Context: an optimization exercise on an open-source flow, tuned for small area, a short achievable clock period and few clock cycles per item. The choices shown serve that exercise and are no tape-out recipe. In this exercise RTL edits were held to simulation tests only and were not proved equivalent to the original.

File: run.sh
#!/bin/bash
# synth_recipe.tcl (not shown) runs the flow's synth.tcl, then flattens the netlist and writes it again
# the make line also repeats each setting of config.mk as NAME=value (left out here)
make -C /OpenROAD-flow-scripts/flow DESIGN_CONFIG=/design/flow/config.mk WORK_HOME=/design/flow/orfs CLKGATE_MAP_FILE= SYNTH_SCRIPT=/design/flow/synth_recipe.tcl finish
File: config.mk
export PLATFORM = sky130hd
export DESIGN_NAME = scarab_lane
export DESIGN_NICKNAME = scarab_lane
export VERILOG_FILES = /design/flow/design.v
export SDC_FILE = /design/flow/constraint.sdc
export NUM_CORES = 8
export LEC_CHECK = 0
export CAP_MARGIN = 20
export CORE_MARGIN = 2
export CORE_UTILIZATION = 35
export PLACE_DENSITY = 0.45
export SLEW_MARGIN = 20
File: constraint.sdc
create_clock -name core_clock -period 10.0 [get_ports {clk}]
set_input_delay 2.0000 -clock core_clock [delete_from_list [all_inputs] [get_ports {clk}]]
set_output_delay 2.0000 -clock core_clock [all_outputs]
set_load 0.01 [all_outputs]
File: design.v
module scarab_sbox (
    input  wire [7:0] a,
    output reg  [7:0] y
);
    always @(*) begin
        case (a)
            8'h00: y = 8'h63;
            8'h01: y = 8'h7c;
            8'h02: y = 8'h77;
            8'h03: y = 8'h7b;
            8'h04: y = 8'hf2;
            8'h05: y = 8'h6b;
            8'h06: y = 8'h6f;
            8'h07: y = 8'hc5;
            8'h08: y = 8'h30;
            8'h09: y = 8'h01;
            8'h0a: y = 8'h67;
            8'h0b: y = 8'h2b;
            8'h0c: y = 8'hfe;
            8'h0d: y = 8'hd7;
            8'h0e: y = 8'hab;
            8'h0f: y = 8'h76;
            8'h10: y = 8'hca;
            8'h11: y = 8'h82;
            8'h12: y = 8'hc9;
            8'h13: y = 8'h7d;
            8'h14: y = 8'hfa;
            8'h15: y = 8'h59;
            8'h16: y = 8'h47;
            8'h17: y = 8'hf0;
            8'h18: y = 8'had;
            8'h19: y = 8'hd4;
            8'h1a: y = 8'ha2;
            8'h1b: y = 8'haf;
            8'h1c: y = 8'h9c;
            8'h1d: y = 8'ha4;
            8'h1e: y = 8'h72;
            8'h1f: y = 8'hc0;
            8'h20: y = 8'hb7;
            8'h21: y = 8'hfd;
            8'h22: y = 8'h93;
            8'h23: y = 8'h26;
            8'h24: y = 8'h36;
            8'h25: y = 8'h3f;
            8'h26: y = 8'hf7;
            8'h27: y = 8'hcc;
            8'h28: y = 8'h34;
            8'h29: y = 8'ha5;
            8'h2a: y = 8'he5;
            8'h2b: y = 8'hf1;
            8'h2c: y = 8'h71;
            8'h2d: y = 8'hd8;
            8'h2e: y = 8'h31;
            8'h2f: y = 8'h15;
            8'h30: y = 8'h04;
            8'h31: y = 8'hc7;
            8'h32: y = 8'h23;
            8'h33: y = 8'hc3;
            8'h34: y = 8'h18;
            8'h35: y = 8'h96;
            8'h36: y = 8'h05;
            8'h37: y = 8'h9a;
            8'h38: y = 8'h07;
            8'h39: y = 8'h12;
            8'h3a: y = 8'h80;
            8'h3b: y = 8'he2;
            8'h3c: y = 8'heb;
            8'h3d: y = 8'h27;
            8'h3e: y = 8'hb2;
            8'h3f: y = 8'h75;
            8'h40: y = 8'h09;
            8'h41: y = 8'h83;
            8'h42: y = 8'h2c;
            8'h43: y = 8'h1a;
            8'h44: y = 8'h1b;
            8'h45: y = 8'h6e;
            8'h46: y = 8'h5a;
            8'h47: y = 8'ha0;
            8'h48: y = 8'h52;
            8'h49: y = 8'h3b;
            8'h4a: y = 8'hd6;
            8'h4b: y = 8'hb3;
            8'h4c: y = 8'h29;
            8'h4d: y = 8'he3;
            8'h4e: y = 8'h2f;
            8'h4f: y = 8'h84;
            8'h50: y = 8'h53;
            8'h51: y = 8'hd1;
            8'h52: y = 8'h00;
            8'h53: y = 8'hed;
            8'h54: y = 8'h20;
            8'h55: y = 8'hfc;
            8'h56: y = 8'hb1;
            8'h57: y = 8'h5b;
            8'h58: y = 8'h6a;
            8'h59: y = 8'hcb;
            8'h5a: y = 8'hbe;
            8'h5b: y = 8'h39;
            8'h5c: y = 8'h4a;
            8'h5d: y = 8'h4c;
            8'h5e: y = 8'h58;
            8'h5f: y = 8'hcf;
            8'h60: y = 8'hd0;
            8'h61: y = 8'hef;
            8'h62: y = 8'haa;
            8'h63: y = 8'hfb;
            8'h64: y = 8'h43;
            8'h65: y = 8'h4d;
            8'h66: y = 8'h33;
            8'h67: y = 8'h85;
            8'h68: y = 8'h45;
            8'h69: y = 8'hf9;
            8'h6a: y = 8'h02;
            8'h6b: y = 8'h7f;
            8'h6c: y = 8'h50;
            8'h6d: y = 8'h3c;
            8'h6e: y = 8'h9f;
            8'h6f: y = 8'ha8;
            8'h70: y = 8'h51;
            8'h71: y = 8'ha3;
            8'h72: y = 8'h40;
            8'h73: y = 8'h8f;
            8'h74: y = 8'h92;
            8'h75: y = 8'h9d;
            8'h76: y = 8'h38;
            8'h77: y = 8'hf5;
            8'h78: y = 8'hbc;
            8'h79: y = 8'hb6;
            8'h7a: y = 8'hda;
            8'h7b: y = 8'h21;
            8'h7c: y = 8'h10;
            8'h7d: y = 8'hff;
            8'h7e: y = 8'hf3;
            8'h7f: y = 8'hd2;
            8'h80: y = 8'hcd;
            8'h81: y = 8'h0c;
            8'h82: y = 8'h13;
            8'h83: y = 8'hec;
            8'h84: y = 8'h5f;
            8'h85: y = 8'h97;
            8'h86: y = 8'h44;
            8'h87: y = 8'h17;
            8'h88: y = 8'hc4;
            8'h89: y = 8'ha7;
            8'h8a: y = 8'h7e;
            8'h8b: y = 8'h3d;
            8'h8c: y = 8'h64;
            8'h8d: y = 8'h5d;
            8'h8e: y = 8'h19;
            8'h8f: y = 8'h73;
            8'h90: y = 8'h60;
            8'h91: y = 8'h81;
            8'h92: y = 8'h4f;
            8'h93: y = 8'hdc;
            8'h94: y = 8'h22;
            8'h95: y = 8'h2a;
            8'h96: y = 8'h90;
            8'h97: y = 8'h88;
            8'h98: y = 8'h46;
            8'h99: y = 8'hee;
            8'h9a: y = 8'hb8;
            8'h9b: y = 8'h14;
            8'h9c: y = 8'hde;
            8'h9d: y = 8'h5e;
            8'h9e: y = 8'h0b;
            8'h9f: y = 8'hdb;
            8'ha0: y = 8'he0;
            8'ha1: y = 8'h32;
            8'ha2: y = 8'h3a;
            8'ha3: y = 8'h0a;
            8'ha4: y = 8'h49;
            8'ha5: y = 8'h06;
            8'ha6: y = 8'h24;
            8'ha7: y = 8'h5c;
            8'ha8: y = 8'hc2;
            8'ha9: y = 8'hd3;
            8'haa: y = 8'hac;
            8'hab: y = 8'h62;
            8'hac: y = 8'h91;
            8'had: y = 8'h95;
            8'hae: y = 8'he4;
            8'haf: y = 8'h79;
            8'hb0: y = 8'he7;
            8'hb1: y = 8'hc8;
            8'hb2: y = 8'h37;
            8'hb3: y = 8'h6d;
            8'hb4: y = 8'h8d;
            8'hb5: y = 8'hd5;
            8'hb6: y = 8'h4e;
            8'hb7: y = 8'ha9;
            8'hb8: y = 8'h6c;
            8'hb9: y = 8'h56;
            8'hba: y = 8'hf4;
            8'hbb: y = 8'hea;
            8'hbc: y = 8'h65;
            8'hbd: y = 8'h7a;
            8'hbe: y = 8'hae;
            8'hbf: y = 8'h08;
            8'hc0: y = 8'hba;
            8'hc1: y = 8'h78;
            8'hc2: y = 8'h25;
            8'hc3: y = 8'h2e;
            8'hc4: y = 8'h1c;
            8'hc5: y = 8'ha6;
            8'hc6: y = 8'hb4;
            8'hc7: y = 8'hc6;
            8'hc8: y = 8'he8;
            8'hc9: y = 8'hdd;
            8'hca: y = 8'h74;
            8'hcb: y = 8'h1f;
            8'hcc: y = 8'h4b;
            8'hcd: y = 8'hbd;
            8'hce: y = 8'h8b;
            8'hcf: y = 8'h8a;
            8'hd0: y = 8'h70;
            8'hd1: y = 8'h3e;
            8'hd2: y = 8'hb5;
            8'hd3: y = 8'h66;
            8'hd4: y = 8'h48;
            8'hd5: y = 8'h03;
            8'hd6: y = 8'hf6;
            8'hd7: y = 8'h0e;
            8'hd8: y = 8'h61;
            8'hd9: y = 8'h35;
            8'hda: y = 8'h57;
            8'hdb: y = 8'hb9;
            8'hdc: y = 8'h86;
            8'hdd: y = 8'hc1;
            8'hde: y = 8'h1d;
            8'hdf: y = 8'h9e;
            8'he0: y = 8'he1;
            8'he1: y = 8'hf8;
            8'he2: y = 8'h98;
            8'he3: y = 8'h11;
            8'he4: y = 8'h69;
            8'he5: y = 8'hd9;
            8'he6: y = 8'h8e;
            8'he7: y = 8'h94;
            8'he8: y = 8'h9b;
            8'he9: y = 8'h1e;
            8'hea: y = 8'h87;
            8'heb: y = 8'he9;
            8'hec: y = 8'hce;
            8'hed: y = 8'h55;
            8'hee: y = 8'h28;
            8'hef: y = 8'hdf;
            8'hf0: y = 8'h8c;
            8'hf1: y = 8'ha1;
            8'hf2: y = 8'h89;
            8'hf3: y = 8'h0d;
            8'hf4: y = 8'hbf;
            8'hf5: y = 8'he6;
            8'hf6: y = 8'h42;
            8'hf7: y = 8'h68;
            8'hf8: y = 8'h41;
            8'hf9: y = 8'h99;
            8'hfa: y = 8'h2d;
            8'hfb: y = 8'h0f;
            8'hfc: y = 8'hb0;
            8'hfd: y = 8'h54;
            8'hfe: y = 8'hbb;
            8'hff: y = 8'h16;
            default: y = 8'h00;
        endcase
    end
endmodule
module scarab_inv_sbox (
    input  wire [7:0] a,
    output reg  [7:0] y
);
    always @(*) begin
        case (a)
            8'h00: y = 8'h52;
            8'h01: y = 8'h09;
            8'h02: y = 8'h6a;
            8'h03: y = 8'hd5;
            8'h04: y = 8'h30;
            8'h05: y = 8'h36;
            8'h06: y = 8'ha5;
            8'h07: y = 8'h38;
            8'h08: y = 8'hbf;
            8'h09: y = 8'h40;
            8'h0a: y = 8'ha3;
            8'h0b: y = 8'h9e;
            8'h0c: y = 8'h81;
            8'h0d: y = 8'hf3;
            8'h0e: y = 8'hd7;
            8'h0f: y = 8'hfb;
            8'h10: y = 8'h7c;
            8'h11: y = 8'he3;
            8'h12: y = 8'h39;
            8'h13: y = 8'h82;
            8'h14: y = 8'h9b;
            8'h15: y = 8'h2f;
            8'h16: y = 8'hff;
            8'h17: y = 8'h87;
            8'h18: y = 8'h34;
            8'h19: y = 8'h8e;
            8'h1a: y = 8'h43;
            8'h1b: y = 8'h44;
            8'h1c: y = 8'hc4;
            8'h1d: y = 8'hde;
            8'h1e: y = 8'he9;
            8'h1f: y = 8'hcb;
            8'h20: y = 8'h54;
            8'h21: y = 8'h7b;
            8'h22: y = 8'h94;
            8'h23: y = 8'h32;
            8'h24: y = 8'ha6;
            8'h25: y = 8'hc2;
            8'h26: y = 8'h23;
            8'h27: y = 8'h3d;
            8'h28: y = 8'hee;
            8'h29: y = 8'h4c;
            8'h2a: y = 8'h95;
            8'h2b: y = 8'h0b;
            8'h2c: y = 8'h42;
            8'h2d: y = 8'hfa;
            8'h2e: y = 8'hc3;
            8'h2f: y = 8'h4e;
            8'h30: y = 8'h08;
            8'h31: y = 8'h2e;
            8'h32: y = 8'ha1;
            8'h33: y = 8'h66;
            8'h34: y = 8'h28;
            8'h35: y = 8'hd9;
            8'h36: y = 8'h24;
            8'h37: y = 8'hb2;
            8'h38: y = 8'h76;
            8'h39: y = 8'h5b;
            8'h3a: y = 8'ha2;
            8'h3b: y = 8'h49;
            8'h3c: y = 8'h6d;
            8'h3d: y = 8'h8b;
            8'h3e: y = 8'hd1;
            8'h3f: y = 8'h25;
            8'h40: y = 8'h72;
            8'h41: y = 8'hf8;
            8'h42: y = 8'hf6;
            8'h43: y = 8'h64;
            8'h44: y = 8'h86;
            8'h45: y = 8'h68;
            8'h46: y = 8'h98;
            8'h47: y = 8'h16;
            8'h48: y = 8'hd4;
            8'h49: y = 8'ha4;
            8'h4a: y = 8'h5c;
            8'h4b: y = 8'hcc;
            8'h4c: y = 8'h5d;
            8'h4d: y = 8'h65;
            8'h4e: y = 8'hb6;
            8'h4f: y = 8'h92;
            8'h50: y = 8'h6c;
            8'h51: y = 8'h70;
            8'h52: y = 8'h48;
            8'h53: y = 8'h50;
            8'h54: y = 8'hfd;
            8'h55: y = 8'hed;
            8'h56: y = 8'hb9;
            8'h57: y = 8'hda;
            8'h58: y = 8'h5e;
            8'h59: y = 8'h15;
            8'h5a: y = 8'h46;
            8'h5b: y = 8'h57;
            8'h5c: y = 8'ha7;
            8'h5d: y = 8'h8d;
            8'h5e: y = 8'h9d;
            8'h5f: y = 8'h84;
            8'h60: y = 8'h90;
            8'h61: y = 8'hd8;
            8'h62: y = 8'hab;
            8'h63: y = 8'h00;
            8'h64: y = 8'h8c;
            8'h65: y = 8'hbc;
            8'h66: y = 8'hd3;
            8'h67: y = 8'h0a;
            8'h68: y = 8'hf7;
            8'h69: y = 8'he4;
            8'h6a: y = 8'h58;
            8'h6b: y = 8'h05;
            8'h6c: y = 8'hb8;
            8'h6d: y = 8'hb3;
            8'h6e: y = 8'h45;
            8'h6f: y = 8'h06;
            8'h70: y = 8'hd0;
            8'h71: y = 8'h2c;
            8'h72: y = 8'h1e;
            8'h73: y = 8'h8f;
            8'h74: y = 8'hca;
            8'h75: y = 8'h3f;
            8'h76: y = 8'h0f;
            8'h77: y = 8'h02;
            8'h78: y = 8'hc1;
            8'h79: y = 8'haf;
            8'h7a: y = 8'hbd;
            8'h7b: y = 8'h03;
            8'h7c: y = 8'h01;
            8'h7d: y = 8'h13;
            8'h7e: y = 8'h8a;
            8'h7f: y = 8'h6b;
            8'h80: y = 8'h3a;
            8'h81: y = 8'h91;
            8'h82: y = 8'h11;
            8'h83: y = 8'h41;
            8'h84: y = 8'h4f;
            8'h85: y = 8'h67;
            8'h86: y = 8'hdc;
            8'h87: y = 8'hea;
            8'h88: y = 8'h97;
            8'h89: y = 8'hf2;
            8'h8a: y = 8'hcf;
            8'h8b: y = 8'hce;
            8'h8c: y = 8'hf0;
            8'h8d: y = 8'hb4;
            8'h8e: y = 8'he6;
            8'h8f: y = 8'h73;
            8'h90: y = 8'h96;
            8'h91: y = 8'hac;
            8'h92: y = 8'h74;
            8'h93: y = 8'h22;
            8'h94: y = 8'he7;
            8'h95: y = 8'had;
            8'h96: y = 8'h35;
            8'h97: y = 8'h85;
            8'h98: y = 8'he2;
            8'h99: y = 8'hf9;
            8'h9a: y = 8'h37;
            8'h9b: y = 8'he8;
            8'h9c: y = 8'h1c;
            8'h9d: y = 8'h75;
            8'h9e: y = 8'hdf;
            8'h9f: y = 8'h6e;
            8'ha0: y = 8'h47;
            8'ha1: y = 8'hf1;
            8'ha2: y = 8'h1a;
            8'ha3: y = 8'h71;
            8'ha4: y = 8'h1d;
            8'ha5: y = 8'h29;
            8'ha6: y = 8'hc5;
            8'ha7: y = 8'h89;
            8'ha8: y = 8'h6f;
            8'ha9: y = 8'hb7;
            8'haa: y = 8'h62;
            8'hab: y = 8'h0e;
            8'hac: y = 8'haa;
            8'had: y = 8'h18;
            8'hae: y = 8'hbe;
            8'haf: y = 8'h1b;
            8'hb0: y = 8'hfc;
            8'hb1: y = 8'h56;
            8'hb2: y = 8'h3e;
            8'hb3: y = 8'h4b;
            8'hb4: y = 8'hc6;
            8'hb5: y = 8'hd2;
            8'hb6: y = 8'h79;
            8'hb7: y = 8'h20;
            8'hb8: y = 8'h9a;
            8'hb9: y = 8'hdb;
            8'hba: y = 8'hc0;
            8'hbb: y = 8'hfe;
            8'hbc: y = 8'h78;
            8'hbd: y = 8'hcd;
            8'hbe: y = 8'h5a;
            8'hbf: y = 8'hf4;
            8'hc0: y = 8'h1f;
            8'hc1: y = 8'hdd;
            8'hc2: y = 8'ha8;
            8'hc3: y = 8'h33;
            8'hc4: y = 8'h88;
            8'hc5: y = 8'h07;
            8'hc6: y = 8'hc7;
            8'hc7: y = 8'h31;
            8'hc8: y = 8'hb1;
            8'hc9: y = 8'h12;
            8'hca: y = 8'h10;
            8'hcb: y = 8'h59;
            8'hcc: y = 8'h27;
            8'hcd: y = 8'h80;
            8'hce: y = 8'hec;
            8'hcf: y = 8'h5f;
            8'hd0: y = 8'h60;
            8'hd1: y = 8'h51;
            8'hd2: y = 8'h7f;
            8'hd3: y = 8'ha9;
            8'hd4: y = 8'h19;
            8'hd5: y = 8'hb5;
            8'hd6: y = 8'h4a;
            8'hd7: y = 8'h0d;
            8'hd8: y = 8'h2d;
            8'hd9: y = 8'he5;
            8'hda: y = 8'h7a;
            8'hdb: y = 8'h9f;
            8'hdc: y = 8'h93;
            8'hdd: y = 8'hc9;
            8'hde: y = 8'h9c;
            8'hdf: y = 8'hef;
            8'he0: y = 8'ha0;
            8'he1: y = 8'he0;
            8'he2: y = 8'h3b;
            8'he3: y = 8'h4d;
            8'he4: y = 8'hae;
            8'he5: y = 8'h2a;
            8'he6: y = 8'hf5;
            8'he7: y = 8'hb0;
            8'he8: y = 8'hc8;
            8'he9: y = 8'heb;
            8'hea: y = 8'hbb;
            8'heb: y = 8'h3c;
            8'hec: y = 8'h83;
            8'hed: y = 8'h53;
            8'hee: y = 8'h99;
            8'hef: y = 8'h61;
            8'hf0: y = 8'h17;
            8'hf1: y = 8'h2b;
            8'hf2: y = 8'h04;
            8'hf3: y = 8'h7e;
            8'hf4: y = 8'hba;
            8'hf5: y = 8'h77;
            8'hf6: y = 8'hd6;
            8'hf7: y = 8'h26;
            8'hf8: y = 8'he1;
            8'hf9: y = 8'h69;
            8'hfa: y = 8'h14;
            8'hfb: y = 8'h63;
            8'hfc: y = 8'h55;
            8'hfd: y = 8'h21;
            8'hfe: y = 8'h0c;
            8'hff: y = 8'h7d;
            default: y = 8'h00;
        endcase
    end
endmodule
module scarab_lane (
    input  wire         clk,
    input  wire         rst,         
    input  wire         key_load,
    input  wire [1:0]   key_size,
    input  wire [255:0] key_in,
    input  wire         start,
    input  wire         decrypt,
    input  wire [127:0] block_in,
    output wire         ready,
    output reg          done,
    output reg  [127:0] block_out
);
    reg  [127:0] rk [0:14];           
    reg  [31:0]  win [0:7];           
    reg  [3:0]   nk;                  
    reg  [3:0]   nr;                  
    reg  [5:0]   widx;                
    reg  [2:0]   kpos;                
    reg  [7:0]   rcon;
    reg          kbusy;
    wire [31:0]  w_prev = win[0];
    reg  [31:0]  w_back;              
    always @(*) begin
        case (nk)
            4'd4:    w_back = win[3];
            4'd6:    w_back = win[5];
            default: w_back = win[7];
        endcase
    end
    wire [31:0] rot_prev = {w_prev[23:0], w_prev[31:24]};
    wire        use_rot  = (kpos == 3'd0);
    wire [31:0] sw_in    = use_rot ? rot_prev : w_prev;
    wire [31:0] sw_out;
    genvar gi;
    generate
        for (gi = 0; gi < 4; gi = gi + 1) begin : g_ksbox
            scarab_sbox u_sb (.a(sw_in[8*gi +: 8]), .y(sw_out[8*gi +: 8]));
        end
    endgenerate
    reg [31:0] ktemp;
    always @(*) begin
        if (use_rot)
            ktemp = sw_out ^ {rcon, 24'h000000};
        else if (nk == 4'd8 && kpos == 3'd4)
            ktemp = sw_out;
        else
            ktemp = w_prev;
    end
    wire [31:0] w_new = w_back ^ ktemp;
    wire [5:0] wlast = {nr, 2'b11};    
    function [7:0] xtime(input [7:0] b);
        xtime = {b[6:0], 1'b0} ^ (b[7] ? 8'h1b : 8'h00);
    endfunction
    reg  [127:0] st;
    reg  [3:0]   rnd;
    reg          dec;
    reg          busy;
    wire [127:0] cur_rk = rk[rnd];
    wire [127:0] f_sub;
    wire [127:0] f_shift;
    wire [127:0] f_mix;
    wire [127:0] i_shift;
    wire [127:0] i_sub;
    wire [127:0] i_add;
    wire [127:0] i_mix;
    generate
        for (gi = 0; gi < 16; gi = gi + 1) begin : g_bytes
            scarab_sbox     u_fs (.a(st[127-8*gi -: 8]),      .y(f_sub[127-8*gi -: 8]));
            scarab_inv_sbox u_is (.a(i_shift[127-8*gi -: 8]), .y(i_sub[127-8*gi -: 8]));
        end
    endgenerate
    genvar gc, gr;
    generate
        for (gc = 0; gc < 4; gc = gc + 1) begin : g_cols
            for (gr = 0; gr < 4; gr = gr + 1) begin : g_rows
                assign f_shift[127-8*(4*gc+gr) -: 8] = f_sub[127-8*(4*((gc+gr)%4)+gr) -: 8];
                assign i_shift[127-8*(4*gc+gr) -: 8] = st[127-8*(4*((gc+4-gr)%4)+gr) -: 8];
            end
        end
    endgenerate
    function [31:0] mix_col(input [31:0] c);
        reg [7:0] a0, a1, a2, a3;
        begin
            a0 = c[31:24]; a1 = c[23:16]; a2 = c[15:8]; a3 = c[7:0];
            mix_col[31:24] = xtime(a0) ^ (xtime(a1) ^ a1) ^ a2 ^ a3;
            mix_col[23:16] = a0 ^ xtime(a1) ^ (xtime(a2) ^ a2) ^ a3;
            mix_col[15:8]  = a0 ^ a1 ^ xtime(a2) ^ (xtime(a3) ^ a3);
            mix_col[7:0]   = (xtime(a0) ^ a0) ^ a1 ^ a2 ^ xtime(a3);
        end
    endfunction
    function [7:0] gmul(input [7:0] b, input [3:0] m);
        reg [7:0] b2, b4, b8;
        begin
            b2 = xtime(b); b4 = xtime(b2); b8 = xtime(b4);
            gmul = (m[0] ? b : 8'h00) ^ (m[1] ? b2 : 8'h00) ^
                   (m[2] ? b4 : 8'h00) ^ (m[3] ? b8 : 8'h00);
        end
    endfunction
    function [31:0] inv_mix_col(input [31:0] c);
        reg [7:0] a0, a1, a2, a3;
        begin
            a0 = c[31:24]; a1 = c[23:16]; a2 = c[15:8]; a3 = c[7:0];
            inv_mix_col[31:24] = gmul(a0, 4'd14) ^ gmul(a1, 4'd11) ^ gmul(a2, 4'd13) ^ gmul(a3, 4'd9);
            inv_mix_col[23:16] = gmul(a0, 4'd9)  ^ gmul(a1, 4'd14) ^ gmul(a2, 4'd11) ^ gmul(a3, 4'd13);
            inv_mix_col[15:8]  = gmul(a0, 4'd13) ^ gmul(a1, 4'd9)  ^ gmul(a2, 4'd14) ^ gmul(a3, 4'd11);
            inv_mix_col[7:0]   = gmul(a0, 4'd11) ^ gmul(a1, 4'd13) ^ gmul(a2, 4'd9)  ^ gmul(a3, 4'd14);
        end
    endfunction
    assign i_add = i_sub ^ cur_rk;
    generate
        for (gc = 0; gc < 4; gc = gc + 1) begin : g_mix
            assign f_mix[127-32*gc -: 32] = mix_col(f_shift[127-32*gc -: 32]);
            assign i_mix[127-32*gc -: 32] = inv_mix_col(i_add[127-32*gc -: 32]);
        end
    endgenerate
    wire         f_last  = (rnd == nr);
    wire         i_last  = (rnd == 4'd0);
    wire [127:0] f_next  = (f_last ? f_shift : f_mix) ^ cur_rk;
    wire [127:0] i_next  = i_last ? i_add : i_mix;
    assign ready = !busy && !kbusy;
    integer k;
    always @(posedge clk) begin
        if (rst) begin
            kbusy    <= 1'b0;
            busy     <= 1'b0;
            done     <= 1'b0;
        end else begin
            done <= 1'b0;
            if (ready && key_load) begin
                kbusy    <= 1'b1;
                rcon     <= 8'h01;
                kpos     <= 3'd0;
                case (key_size)
                    2'd0: begin
                        nk <= 4'd4; nr <= 4'd10; widx <= 6'd4;
                        rk[0] <= key_in[255:128];
                        for (k = 0; k < 4; k = k + 1) win[k] <= key_in[255-32*(3-k) -: 32];
                    end
                    2'd1: begin
                        nk <= 4'd6; nr <= 4'd12; widx <= 6'd6;
                        rk[0] <= key_in[255:128];
                        rk[1][127:64] <= key_in[127:64];
                        for (k = 0; k < 6; k = k + 1) win[k] <= key_in[255-32*(5-k) -: 32];
                    end
                    default: begin
                        nk <= 4'd8; nr <= 4'd14; widx <= 6'd8;
                        rk[0] <= key_in[255:128];
                        rk[1] <= key_in[127:0];
                        for (k = 0; k < 8; k = k + 1) win[k] <= key_in[255-32*(7-k) -: 32];
                    end
                endcase
            end else if (kbusy) begin
                rk[widx[5:2]][127-32*widx[1:0] -: 32] <= w_new;
                for (k = 7; k > 0; k = k - 1) win[k] <= win[k-1];
                win[0] <= w_new;
                widx <= widx + 6'd1;
                if (kpos == nk[2:0] - 3'd1)
                    kpos <= 3'd0;
                else
                    kpos <= kpos + 3'd1;
                if (use_rot) rcon <= xtime(rcon);
                if (widx == wlast)
                    kbusy <= 1'b0;
            end
            if (ready && start) begin
                busy <= 1'b1;
                dec  <= decrypt;
                if (decrypt) begin
                    st  <= block_in ^ rk[nr];
                    rnd <= nr - 4'd1;
                end else begin
                    st  <= block_in ^ rk[0];
                    rnd <= 4'd1;
                end
            end else if (busy) begin
                if (dec) begin
                    st  <= i_next;
                    rnd <= rnd - 4'd1;
                    if (i_last) begin
                        busy      <= 1'b0;
                        done      <= 1'b1;
                        block_out <= i_next;
                    end
                end else begin
                    st  <= f_next;
                    rnd <= rnd + 4'd1;
                    if (f_last) begin
                        busy      <= 1'b0;
                        done      <= 1'b1;
                        block_out <= f_next;
                    end
                end
            end
        end
    end
endmodule
==> out/metrics.csv <==
stage;metric;value;unit
status;status;complete, no violations;
floorplan;DIE AREA;713000;µm²
global_routing;initial antenna violation count;171;
critical_path;crit-path max cell delay;0.95;ns
timing;Fin Hold WS;0.514;ns
cells_and_area;Layout area overhead;13.3;%
timing;Setup Skew;0.147;ns
critical_path;Critical-path top delay cell;nor2b_4;
critical_path;CP Cell Sequence;nor2b_4 -> buf_12 -> buf_4 -> a22oi_1 -> a21oi_1 -> o21ai_0 -> nand2_1 -> xor2_2 -> xor2_2 -> xor2_1 -> xor2_1 -> o211ai_1 -> buf_4 -> ha_1 -> nor3_1 -> buf_4 -> nor2_1 -> a211oi_1 -> nor4_1 -> a2111oi_0 -> buf_4 -> a311oi_1;
yosys;Post-synth EDFFs;2587;
place;Final HPWL DP;1330000;µm
global_routing;pin count of the biggest net entering global routing;121;
global_routing;number of global-route vias before repair;255724;
floorplan;core area;704000;µm²
job;Max Cap Violations;0;
clocking;Worst-Skew Late Latency;1.11;ns
critical_path;CP top delay family;simple AND/OR/NAND/NOR gates;
clocking;Root Driver;clkbuf_16;
critical_path;crit path DAT;10.20;ns
drt;initial DRC count;55394;
clocking;Resized cells post-CTS;0;
clocking;CTS tree;built;
drt;antenna viol nets, final;0;
global_routing;first-pass GRT wire length;2380000;µm
timing;unrepaired setup endpoints after global routing;false;
cells_and_area;Final Non-Filler Cells;38388;
clocking;CTS clk-pin slew, worst paths;0.07;ns
place;routability cong.;1.10;
hold_path;Hold Crit Class;register to register;
yosys;register area share after synthesis;33.6;%
floorplan;# IOs;521;
clocking;hold_buf cts;0;
critical_path;CP dominant cell by count;buf_4;
yosys;Synth Instances;28858;
critical_path;CP required;10.90;ns
timing;Slew Limit Headroom;6.72;%
yosys;fraction of registers with async set/reset;0;%
place;IO Port Bufs;520;
timing;Final setup viols;0;
clocking;Clock Tree Buf Depth;4;
clocking;CTS sink cnt;2852;
drt;final wirelength;1800000;µm
floorplan;initial core utilization;35.1;%
timing;Final Hold Viols;0;
timing;period utilization;92.9;%
drt;via count of the routed design;281733;
global_routing;GRT overflow;0;
timing;max frequency;0.108;GHz
drt;First-pass DRT Iterations;10;
yosys;synthesis warning total;4;
drt;drt wl/cell;46.9;µm
cells_and_area;share of cells above drive strength 1;12.1;%
clocking;Setup Buffers After CTS;0;
timing;Max Slew Vio Count;0;
floorplan;Die Span Y;845;µm
place;placed insts;37625;
yosys;Post-Syn Nets;29682;
cells_and_area;nets;29495;
timing;Tmin final;9.29;ns
critical_path;Max FO, Critical Path;47;
yosys;post-synthesis cell area;247000;µm²
timing;final worst setup slack;0.705;ns
floorplan;FP Rows;308;
critical_path;Crit. End Element;register;
critical_path;worst setup path class;register to register;
timing;setup TNS;0;ns
place;post-place setup slack;0.906;ns
global_routing;GRT Overall Usage;47.8;%
yosys;ys flop type;edfxtp_1;
drt;DRC;0;
timing;worst slew pin tran;1.40;ns
drt;routed vias/inst;7.34;
floorplan;Die Wd;845;µm
yosys;Avg Cell Area, Syn;8.57;µm²
critical_path;Worst Path Buf+Inv;5;
clocking;CTS buffer count;343;
yosys;Distinct cells, synth;143;
critical_path;CP Launch Type;register;
clocking;H-tree Lvls;5;
yosys;number of synthesized register bits;2852;
==> layer usage <==
metal / GRT usage, % / up-vias / wire, µm
met3: 20.3 / 5954 / 273000
met4: 32.5 / 82 / 159000
met2: 65.2 / 25969 / 697000
met5: 0.0933 / - / 584
li1: - / 110499 / -
met1: 60.6 / 139229 / 669000
==> final cells by class <==
type,count,area (µm²)
multi-input combinational,22822,152000
antenna,143,358
clock buffer,422,9090
inverter,299,1150
clock inverter,197,2020
sequential,2852,83000
fill,71457,424000
tap,9300,11600
timing repair buffer,2353,20400
==> cell usage after synthesis, types with 176 or more instances <==
library cell  instances  area [µm²]
inv_1               252         946
mux2i_1            1147       11500
a22oi_1             459        3450
o22ai_1             307        1920
o221ai_1            262        2290
nor2_1             2295        8610
buf_2               793        3970
o211ai_1            606        4550
clkbuf_1           1601        6010
xor2_1              341        2990
a211oi_1            532        3990
mux4_2              253        5700
a311oi_1            345        3020
o21ai_0            2337       11700
dfxtp_1             265        5310
o31ai_1             331        2480
a31oi_1             641        4010
ha_1                432        5410
nand2_1            3395       12700
o311ai_0            319        2790
edfxtp_1           2587       77700
nor3_1              843        4220
xnor2_1             919        8050
nand3_1             941        4710
buf_1               244         916
a221oi_1            258        2260
a21oi_1            2268       11400
o2111ai_1           176        1540
==> kinds of logic after synthesis <==
family	synth area share [%]
adder cells (fa/ha/maj)	2.19
buffers and inverters	5.91
AO/OA/AOI/OAI	28.3
AND/OR/NAND/NOR	16.0
XOR/XNOR	6.73
flip-flops	33.6
multiplexers	7.36
==> metrics by stage <==
stage	utilization [%]	cell area [µm²]
after global placement	38.1	268000
final	39.8	280000
after global routing	39.8	280000
after CTS	39.7	280000
after detailed placement	38.2	269000
after floorplan	-	247000
==> placed cells by master (no fill, tap or decap), types with 171 or more instances in the layout <==
| cell | instances |
|---|---|
| buf_4 | 1717 |
| clkdlybuf4s50_1 | 516 |
| edfxtp_1 | 2587 |
| inv_1 | 246 |
| and3_1 | 171 |
| xor2_1 | 325 |
| o221ai_1 | 258 |
| a21oi_1 | 2242 |
| a311oi_1 | 345 |
| nand3_1 | 933 |
| ha_1 | 432 |
| a221oi_1 | 253 |
| o31ai_1 | 329 |
| clkbuf_16 | 348 |
| nor2_1 | 2213 |
| xnor2_1 | 913 |
| a22oi_1 | 459 |
| dfxtp_1 | 248 |
| o211ai_1 | 606 |
| o311ai_0 | 316 |
| mux4_2 | 253 |
| o21ai_0 | 2318 |
| nor3_1 | 839 |
| mux2i_1 | 1074 |
| a211oi_1 | 531 |
| o2111ai_1 | 175 |
| o22ai_1 | 304 |
| a31oi_1 | 636 |
| nand2_1 | 3363 |
==> flip-flops by register name, summed over array words and instances, names as in the netlist, 2 cells and up, named ones only <==
| name | cells |
|---|---|
| block_out | 128 |
| g_bytes.u_fs.y | 128 |
| g_bytes.u_is.y | 128 |
| kpos | 3 |
| nk | 3 |
| nr | 2 |
| rcon | 8 |
| rk | 2048 |
| rnd | 4 |
| st | 128 |
| widx | 6 |
| win | 256 |
==> worst paths after layout <==
| check | startpoint | end | slack [ns] | cells after the start |
|---|---|---|---|---|
| max | register | g_bytes[15].u_fs.y[0] | 0.71 | 22 |
| min | win[6][20] | win[7][20] | 0.51 | 2 |
| max reg2reg | register | g_bytes[15].u_fs.y[0] | 0.71 | 22 |
| min reg2reg | win[6][20] | win[7][20] | 0.51 | 2 |
==> worst min-delay path: stages (launching register included) <==
cell and delay [ns]:
edfxtp_1 0.32, nand2_1 0.05, nand2_1 0.05
Testbench counts, summed over its fixed seeds: cycles 21,586, blocks 1,494.

==> port drivers added, routing unchanged <==
No port has a modelled driver above. Below, the same layout with a new extraction and two added sets of constraints. Step 1 sets driving cells, clkbuf_16 on the clock port and buf_2 on the other inputs (assumed; they add their load-dependent delay and slew). Step 2 also shifts input and output timing later by t, the mid clock arrival at the registers, as if the neighbouring blocks saw the same clock. Slacks: ideal / step 1 / step 2; pairs: ideal / step 1.
shift t [ns]: 1.188
setup slack, ns: 0.705 / 0.705 / 0.306
worst hold slack (ns): 0.514 / 0.514 / 0.514
worst setup path after step 2: input to register
worst register clock-pin slew, ns: 0.09 / 0.09
After both steps this run still meets setup and hold. For this run, drivers alone change the setup slack by 0.000 ns; drivers and shift together by -0.399 ns.
